Source: an optimization exercise on an open RTL-to-GDS flow (aim: small area). Production flows keep margins and buffers that such runs may drop.
At most, simulation tests tie the RTL to the original design; equivalence was not proved.

==> v15: inputs <==
## apg_datagen
module apg_datagen (
    input  wire        clk,
    input  wire        rst,         
    input  wire        cfg_we,
    input  wire [4:0]  cfg_addr,
    input  wire [31:0] cfg_wdata,
    input  wire        restart,
    input  wire        ev_valid,
    input  wire [3:0]  ev_func,
    input  wire        ev_inv,
    input  wire [4:0]  ev_wm1,      
    input  wire [15:0] ev_x,
    input  wire [15:0] ev_y,
    output reg         d_valid,
    output reg  [31:0] d,
    output reg         param_zero,
    output reg         bad_write
);
==> module apg_prbs, before the edit <==
module apg_prbs (
    input  wire [30:0] s,
    input  wire [5:0]  poly_oh,
    input  wire [4:0]  wm1,
    output wire [31:0] bits,
    output wire [30:0] next
);
    wire [62:0] q;
    genvar gp, gk;
    generate
        for (gk = 1; gk <= 31; gk = gk + 1) begin : G_S
            assign q[31 - gk] = s[gk - 1];
        end
        for (gk = 0; gk < 32; gk = gk + 1) begin : G_B
            wire ta, tb;
            apg_aomux #(.N(6), .W(1)) u_ta (
                .d({q[gk], q[gk + 8], q[gk + 16], q[gk + 20], q[gk + 22], q[gk + 24]}),
                .sel(poly_oh), .o(ta));
            apg_aomux #(.N(6), .W(1)) u_tb (
                .d({q[gk + 3], q[gk + 13], q[gk + 17], q[gk + 22], q[gk + 26], q[gk + 25]}),
                .sel(poly_oh), .o(tb));
            assign q[31 + gk] = ta ^ tb;
        end
    endgenerate
    assign bits = q[62:31];
    wire [62:0] stream;
    generate
        for (gk = 0; gk < 32; gk = gk + 1) begin : G_R
            assign stream[31 - gk] = bits[gk];
        end
    endgenerate
    assign stream[62:32] = s;
    wire [45:0] l1;
    wire [37:0] l2;
    wire [33:0] l3;
    wire [31:0] l4;
    wire [30:0] stream_sh;
    generate
        for (gk = 0; gk < 46; gk = gk + 1) begin : G_L1
            assign l1[gk] = wm1[4] ? stream[gk] : stream[gk + 16];
        end
        for (gk = 0; gk < 38; gk = gk + 1) begin : G_L2
            assign l2[gk] = wm1[3] ? l1[gk] : l1[gk + 8];
        end
        for (gk = 0; gk < 34; gk = gk + 1) begin : G_L3
            assign l3[gk] = wm1[2] ? l2[gk] : l2[gk + 4];
        end
        for (gk = 0; gk < 32; gk = gk + 1) begin : G_L4
            assign l4[gk] = wm1[1] ? l3[gk] : l3[gk + 2];
        end
        for (gk = 0; gk < 31; gk = gk + 1) begin : G_L5
            assign stream_sh[gk] = wm1[0] ? l4[gk] : l4[gk + 1];
        end
    endgenerate
    wire [30:0] mask = {{8{poly_oh[5]}}, {8{|poly_oh[5:4]}}, {4{|poly_oh[5:3]}},
                        {2{|poly_oh[5:2]}}, {2{|poly_oh[5:1]}}, 7'h7F};
    assign next = stream_sh[30:0] & mask;
endmodule
Settings: LEC_CHECK=0, CAP_MARGIN=20, CORE_MARGIN=2, CORE_UTILIZATION=50, SLEW_MARGIN=20, SYNTH_HIERARCHICAL=1, SYNTH_MINIMUM_KEEP_SIZE=0; clock period 60.0 ns.
standard.sh (not shown) runs the stock make flow with config.mk's settings and CLKGATE_MAP_FILE= SYNTH_SCRIPT=/design/flow/synth_recipe.tcl, a recipe that flattens the netlist after the stock synthesis.
==> flow/flow/run.sh <==
#!/bin/bash
# Standard ORFS layout with two changes that only affect the cells added by
# the layout itself:
#  - port buffers are sky130_fd_sc_hd__buf_1 (every input and output port
#    still gets its own buffer);
#  - the clock tree is built from sky130_fd_sc_hd__clkbuf_8, with clusters
#    of at most 16 flip-flops and 60 um, and without dummy loads.
# Each tool's full output stays in its ORFS log (orfs/logs/...); make's
# output goes to standard.log.
set -euo pipefail
export BUFFER_PORTS_ARGS="-buffer_cell sky130_fd_sc_hd__buf_1"
export CTS_ARGS="-sink_clustering_enable -repair_clock_nets -buf_list sky130_fd_sc_hd__clkbuf_8 -sink_clustering_size 16 -sink_clustering_max_diameter 60 -dont_use_dummy_load"
bash standard.sh > standard.log 2>&1
==> inputs of v17, as changes to v15 <==
--- a/flow/design.v
+++ b/flow/design.v
@@ -120,32 +120,22 @@
             lfsr_state[3], lfsr_state[2], lfsr_state[1], lfsr_state[0]}),
         .sel({sel_oh & {4{restart}}, sel_oh & {4{~restart}}}), .o(sel_start));
     wire [31:0] gen_bits;
     wire [30:0] next_state;
     apg_prbs u_prbs (.s(sel_start), .poly_oh(poly_oh), .wm1(ev_wm1),
                      .bits(gen_bits), .next(next_state));
     wire prbs_step = ev_valid & is_prbs;
     wire [30:0] next_r = rst ? 31'h7F : next_state;
-    genvar gn;
-    generate
-        for (gn = 0; gn < 4; gn = gn + 1) begin : G_ST
-            wire [2:0] pl      = lfsr_poly[gn];
-            wire       sel_new = rst | (prbs_step & sel_oh[gn]);
-            wire       sel_sd  = ~sel_new & restart;
-            wire       hold    = ~sel_new & ~restart;
-            wire [5:0] grp = {pl[2] & pl[0], pl[2], pl[2] | (pl[1] & pl[0]),
-                              pl[2] | pl[1], pl[2] | pl[1] | pl[0], 1'b1};
-            wire [30:0] d_st;
-            apg_lfsrd u_d (.nx(next_r), .sd(lfsr_seed[gn]), .q(lfsr_state[gn]),
-                           .sel_new(sel_new), .sel_sd(grp & {6{sel_sd}}),
-                           .hold(hold), .d(d_st));
-            always @(posedge clk) lfsr_state[gn] <= d_st;
-        end
-    endgenerate
+    always @(posedge clk) begin
+        for (i = 0; i < 4; i = i + 1)
+            if (rst | restart | (prbs_step & (sel_n == i)))
+                lfsr_state[i] <= (rst | (prbs_step & (sel_n == i))) ? next_r :
+                                 (lfsr_seed[i] & poly_mask(lfsr_poly[i]));
+    end
     wire [2:0]  bar_idx;
     apg_bardiv u_bardiv (.x(ev_x), .nb(nbarw), .q(bar_idx));
     wire [7:0]  bar_oh = 8'b1 << bar_idx;
     wire [31:0] bar_rd;
     apg_aomux #(.N(8), .W(32)) u_barmux (
         .d({bar[7], bar[6], bar[5], bar[4], bar[3], bar[2], bar[1], bar[0]}),
         .sel(bar_oh), .o(bar_rd));
     wire        use_x = (ev_func == 4'h4) | (ev_func == 4'h6);
@@ -193,29 +183,16 @@
 );
     integer i;
     always @(*) begin
         o = {W{1'b0}};
         for (i = 0; i < N; i = i + 1)
             o = o | (d[W*i +: W] & {W{sel[i]}});
     end
 endmodule
-module apg_lfsrd (
-    input  wire [30:0] nx,
-    input  wire [30:0] sd,
-    input  wire [30:0] q,
-    input  wire        sel_new,
-    input  wire [5:0]  sel_sd,      
-    input  wire        hold,
-    output wire [30:0] d
-);
-    wire [30:0] sg = {{8{sel_sd[5]}}, {8{sel_sd[4]}}, {4{sel_sd[3]}},
-                      {2{sel_sd[2]}}, {2{sel_sd[1]}}, {7{sel_sd[0]}}};
-    assign d = ({31{sel_new}} & nx) | (sg & sd) | ({31{hold}} & q);
-endmodule
 module apg_bardiv (
     input  wire [15:0] x,
     input  wire [16:0] nb,
     output wire [2:0]  q
 );
     wire [13:0] d2;
     wire [14:0] c2;
     wire [14:0] d1;
@@ -252,63 +229,45 @@
 endmodule
 module apg_prbs (
     input  wire [30:0] s,
     input  wire [5:0]  poly_oh,
     input  wire [4:0]  wm1,
     output wire [31:0] bits,
     output wire [30:0] next
 );
-    wire [62:0] q;
+    wire [31:0] pbits [0:5];
     genvar gp, gk;
     generate
-        for (gk = 1; gk <= 31; gk = gk + 1) begin : G_S
-            assign q[31 - gk] = s[gk - 1];
-        end
-        for (gk = 0; gk < 32; gk = gk + 1) begin : G_B
-            wire ta, tb;
-            apg_aomux #(.N(6), .W(1)) u_ta (
-                .d({q[gk], q[gk + 8], q[gk + 16], q[gk + 20], q[gk + 22], q[gk + 24]}),
-                .sel(poly_oh), .o(ta));
-            apg_aomux #(.N(6), .W(1)) u_tb (
-                .d({q[gk + 3], q[gk + 13], q[gk + 17], q[gk + 22], q[gk + 26], q[gk + 25]}),
-                .sel(poly_oh), .o(tb));
-            assign q[31 + gk] = ta ^ tb;
-        end
-    endgenerate
-    assign bits = q[62:31];
+        for (gp = 0; gp < 6; gp = gp + 1) begin : G_POLY
+            localparam integer M = (gp == 0) ? 7 : (gp == 1) ? 9 : (gp == 2) ? 11 :
+                                   (gp == 3) ? 15 : (gp == 4) ? 23 : 31;
+            localparam integer T = (gp == 0) ? 6 : (gp == 1) ? 5 : (gp == 2) ? 9 :
+                                   (gp == 3) ? 14 : (gp == 4) ? 18 : 28;
+            wire [62:0] q;
+            for (gk = 1; gk <= 31; gk = gk + 1) begin : G_S
+                assign q[31 - gk] = s[gk - 1];
+            end
+            for (gk = 0; gk < 32; gk = gk + 1) begin : G_B
+                assign q[31 + gk] = q[31 + gk - M] ^ q[31 + gk - T];
+            end
+            assign pbits[gp] = q[62:31];
+        end
+    endgenerate
+    apg_aomux #(.N(6), .W(32)) u_polymux (
+        .d({pbits[5], pbits[4], pbits[3], pbits[2], pbits[1], pbits[0]}),
+        .sel(poly_oh), .o(bits));
     wire [62:0] stream;
     generate
         for (gk = 0; gk < 32; gk = gk + 1) begin : G_R
             assign stream[31 - gk] = bits[gk];
         end
     endgenerate
     assign stream[62:32] = s;
-    wire [45:0] l1;
-    wire [37:0] l2;
-    wire [33:0] l3;
-    wire [31:0] l4;
-    wire [30:0] stream_sh;
-    generate
-        for (gk = 0; gk < 46; gk = gk + 1) begin : G_L1
-            assign l1[gk] = wm1[4] ? stream[gk] : stream[gk + 16];
-        end
-        for (gk = 0; gk < 38; gk = gk + 1) begin : G_L2
-            assign l2[gk] = wm1[3] ? l1[gk] : l1[gk + 8];
-        end
-        for (gk = 0; gk < 34; gk = gk + 1) begin : G_L3
-            assign l3[gk] = wm1[2] ? l2[gk] : l2[gk + 4];
-        end
-        for (gk = 0; gk < 32; gk = gk + 1) begin : G_L4
-            assign l4[gk] = wm1[1] ? l3[gk] : l3[gk + 2];
-        end
-        for (gk = 0; gk < 31; gk = gk + 1) begin : G_L5
-            assign stream_sh[gk] = wm1[0] ? l4[gk] : l4[gk + 1];
-        end
-    endgenerate
+    wire [62:0] stream_sh = stream >> (~wm1);
     wire [30:0] mask = {{8{poly_oh[5]}}, {8{|poly_oh[5:4]}}, {4{|poly_oh[5:3]}},
                         {2{|poly_oh[5:2]}}, {2{|poly_oh[5:1]}}, 7'h7F};
     assign next = stream_sh[30:0] & mask;
 endmodule
 module apg_mul (
     input  wire [16:0] a,
     input  wire [31:0] b,
     output wire [31:0] p
==> flow/flow/run.sh (replaced) <==
#!/bin/bash
# Standard ORFS layout with three changes that only affect the cells added by
# the layout itself:
#  - port buffers are sky130_fd_sc_hd__buf_1 (every input and output port
#    still gets its own buffer);
#  - the clock tree is built from sky130_fd_sc_hd__clkbuf_4 without dummy
#    loads;
#  - after global routing, cells with timing slack are downsized
#    (repair_timing -recover_power).
# Each tool's full output stays in its ORFS log (orfs/logs/...); make's
# output goes to standard.log.
set -euo pipefail
export BUFFER_PORTS_ARGS="-buffer_cell sky130_fd_sc_hd__buf_1"
export CTS_ARGS="-sink_clustering_enable -repair_clock_nets -buf_list sky130_fd_sc_hd__clkbuf_4 -dont_use_dummy_load"
export RECOVER_POWER=100
bash standard.sh > standard.log 2>&1
==> flow/config.mk (replaced) <==
export PLATFORM = sky130hd
export DESIGN_NAME = apg_datagen
export DESIGN_NICKNAME = apg_datagen
export VERILOG_FILES = /design/flow/design.v
export SDC_FILE = /design/flow/constraint.sdc
export NUM_CORES = 4
export LEC_CHECK = 0
export CAP_MARGIN = 20
export CORE_MARGIN = 2
export CORE_UTILIZATION = 25
export SLEW_MARGIN = 20
export SYNTH_HIERARCHICAL = 1
export SYNTH_MINIMUM_KEEP_SIZE = 0
==> inputs of v9, as changes to v15 <==
--- a/flow/design.v
+++ b/flow/design.v
@@ -252,63 +252,45 @@
 endmodule
 module apg_prbs (
     input  wire [30:0] s,
     input  wire [5:0]  poly_oh,
     input  wire [4:0]  wm1,
     output wire [31:0] bits,
     output wire [30:0] next
 );
-    wire [62:0] q;
+    wire [31:0] pbits [0:5];
     genvar gp, gk;
     generate
-        for (gk = 1; gk <= 31; gk = gk + 1) begin : G_S
-            assign q[31 - gk] = s[gk - 1];
-        end
-        for (gk = 0; gk < 32; gk = gk + 1) begin : G_B
-            wire ta, tb;
-            apg_aomux #(.N(6), .W(1)) u_ta (
-                .d({q[gk], q[gk + 8], q[gk + 16], q[gk + 20], q[gk + 22], q[gk + 24]}),
-                .sel(poly_oh), .o(ta));
-            apg_aomux #(.N(6), .W(1)) u_tb (
-                .d({q[gk + 3], q[gk + 13], q[gk + 17], q[gk + 22], q[gk + 26], q[gk + 25]}),
-                .sel(poly_oh), .o(tb));
-            assign q[31 + gk] = ta ^ tb;
+        for (gp = 0; gp < 6; gp = gp + 1) begin : G_POLY
+            localparam integer M = (gp == 0) ? 7 : (gp == 1) ? 9 : (gp == 2) ? 11 :
+                                   (gp == 3) ? 15 : (gp == 4) ? 23 : 31;
+            localparam integer T = (gp == 0) ? 6 : (gp == 1) ? 5 : (gp == 2) ? 9 :
+                                   (gp == 3) ? 14 : (gp == 4) ? 18 : 28;
+            wire [62:0] q;
+            for (gk = 1; gk <= 31; gk = gk + 1) begin : G_S
+                assign q[31 - gk] = s[gk - 1];
+            end
+            for (gk = 0; gk < 32; gk = gk + 1) begin : G_B
+                assign q[31 + gk] = q[31 + gk - M] ^ q[31 + gk - T];
+            end
+            assign pbits[gp] = q[62:31];
         end
     endgenerate
-    assign bits = q[62:31];
+    apg_aomux #(.N(6), .W(32)) u_polymux (
+        .d({pbits[5], pbits[4], pbits[3], pbits[2], pbits[1], pbits[0]}),
+        .sel(poly_oh), .o(bits));
     wire [62:0] stream;
     generate
         for (gk = 0; gk < 32; gk = gk + 1) begin : G_R
             assign stream[31 - gk] = bits[gk];
         end
     endgenerate
     assign stream[62:32] = s;
-    wire [45:0] l1;
-    wire [37:0] l2;
-    wire [33:0] l3;
-    wire [31:0] l4;
-    wire [30:0] stream_sh;
-    generate
-        for (gk = 0; gk < 46; gk = gk + 1) begin : G_L1
-            assign l1[gk] = wm1[4] ? stream[gk] : stream[gk + 16];
-        end
-        for (gk = 0; gk < 38; gk = gk + 1) begin : G_L2
-            assign l2[gk] = wm1[3] ? l1[gk] : l1[gk + 8];
-        end
-        for (gk = 0; gk < 34; gk = gk + 1) begin : G_L3
-            assign l3[gk] = wm1[2] ? l2[gk] : l2[gk + 4];
-        end
-        for (gk = 0; gk < 32; gk = gk + 1) begin : G_L4
-            assign l4[gk] = wm1[1] ? l3[gk] : l3[gk + 2];
-        end
-        for (gk = 0; gk < 31; gk = gk + 1) begin : G_L5
-            assign stream_sh[gk] = wm1[0] ? l4[gk] : l4[gk + 1];
-        end
-    endgenerate
+    wire [62:0] stream_sh = stream >> (~wm1);
     wire [30:0] mask = {{8{poly_oh[5]}}, {8{|poly_oh[5:4]}}, {4{|poly_oh[5:3]}},
                         {2{|poly_oh[5:2]}}, {2{|poly_oh[5:1]}}, 7'h7F};
     assign next = stream_sh[30:0] & mask;
 endmodule
 module apg_mul (
     input  wire [16:0] a,
     input  wire [31:0] b,
     output wire [31:0] p
==> flow/flow/run.sh (replaced) <==
#!/bin/bash
# Standard ORFS layout with two changes that only affect the cells added by
# the layout itself:
#  - port buffers are sky130_fd_sc_hd__buf_1 (every input and output port
#    still gets its own buffer);
#  - the clock tree is built from sky130_fd_sc_hd__clkbuf_4 without dummy
#    loads.
# Each tool's full output stays in its ORFS log (orfs/logs/...); make's
# output goes to standard.log.
set -euo pipefail
export BUFFER_PORTS_ARGS="-buffer_cell sky130_fd_sc_hd__buf_1"
export CTS_ARGS="-sink_clustering_enable -repair_clock_nets -buf_list sky130_fd_sc_hd__clkbuf_4 -dont_use_dummy_load"
bash standard.sh > standard.log 2>&1
==> results.sh <==
export IMPL_seq_share=0.400
export IMPL_synth_compound_area_frac=0.208
export IMPL_antenna_found_initial=16
export IMPL_outcome="complete, no violations"
export IMPL_cp_num_buf_inv=6
export IMPL_cap_violations=0
export IMPL_synthTopCellsByArea="edfxtp_1 (34%), a22oi_1 (11%), fa_1 (10%)"
export IMPL_area_delta_synth_final_pct=4.53
export IMPL_synth_top_cell_area_share=0.343
export IMPL_post_drt_via_cell_ratio=7.12
export IMPL_worstHoldStart="lfsr_state[1][30]"
export IMPL_taps=1134
export IMPL_gp_congestion=0.983
the above is filed under v15

==> results.sh <==
export IMPL_outcome="complete, no violations"
export IMPL_taps=1155
export IMPL_synth_top_cell_area_share=0.332
export IMPL_top_layer="met5"
export IMPL_gp_congestion=0.947
export IMPL_antenna_found_initial=12
export IMPL_post_drt_via_cell_ratio=6.79
export IMPL_worstHoldStart="lfsr_state[1][3]"
export IMPL_seq_share=0.387
export IMPL_wl_per_cell_um=30.6
export IMPL_cp_num_buf_inv=8
export IMPL_cap_violations=0
export IMPL_holdPathStages=2
export IMPL_synth_compound_area_frac=0.175
export IMPL_area_delta_synth_final_pct=4.50
export IMPL_synth_simple_gate_area_frac=0.0773
export IMPL_post_cts_resized=0
export IMPL_synthTopCellsByArea="edfxtp_1 (33%), fa_1 (10%), a22oi_1 (9.3%)"
the above is filed under v9

==> results.sh <==
export IMPL_gp_congestion=0.949
export IMPL_drt_iter0_drc=4797
export IMPL_clock_sinks=644
export IMPL_area_delta_synth_final_pct=7.86
export IMPL_antenna_found_initial=21
export IMPL_post_drt_via_cell_ratio=5.53
export IMPL_worstHoldStart="lfsr_seed[0][28]"
export IMPL_cap_violations=24
export IMPL_so_violations="capacitance limit, slew limit"
export IMPL_drv_slew=854
export IMPL_synth_simple_gate_area_frac=0.0878
export IMPL_seq_share=0.395
export IMPL_cp_num_buf_inv=4
export IMPL_taps=2355
export IMPL_dieArea_um2=182000
export IMPL_rrSetupSlack_ns=32.86
export IMPL_outcome="finished with violations"
export IMPL_synth_top_cell_area_share=0.410
export IMPL_synthTopCellsByArea="edfxtp_1 (41%), fa_1 (9.8%), a22oi_1 (9.2%)"
the above is filed under v17

Only the layout flow was run in v17 and v9; the RTL was not checked for function there.

port drivers added, routing unchanged:
How much do the figures lean on ideal ports? The routed layouts below were timed once more, with nothing changed but the port constraints. Step 1 (the two cells are an assumption about what drives the block):
set clk [get_ports {clk}]
set_driving_cell -lib_cell sky130_fd_sc_hd__clkbuf_16 $clk
set_driving_cell -lib_cell sky130_fd_sc_hd__buf_2 [delete_from_list [all_inputs] $clk]
Step 2 adds t to the input delays and takes it off the output delays; t is the mean of the earliest and latest rising clock arrival at the registers after step 1. Input paths then give back, and output paths get back, about the clock's delay inside the block. Slacks: ideal / step 1 / step 2; pairs: ideal / step 1.
run	t, ns	setup slack, ns	latest minus earliest clock arrival (ns)
v15	0.724	18.630 / 18.669 / 17.945	0.125 / 0.124
v17	1.083	14.741 / 14.698 / 13.615	0.185 / 0.185
v9	1.036	19.252 / 19.264 / 18.228	0.141 / 0.140
The setup slack of v17, which loses most, moves by -0.043 ns with the drivers and by -1.126 ns with both steps.
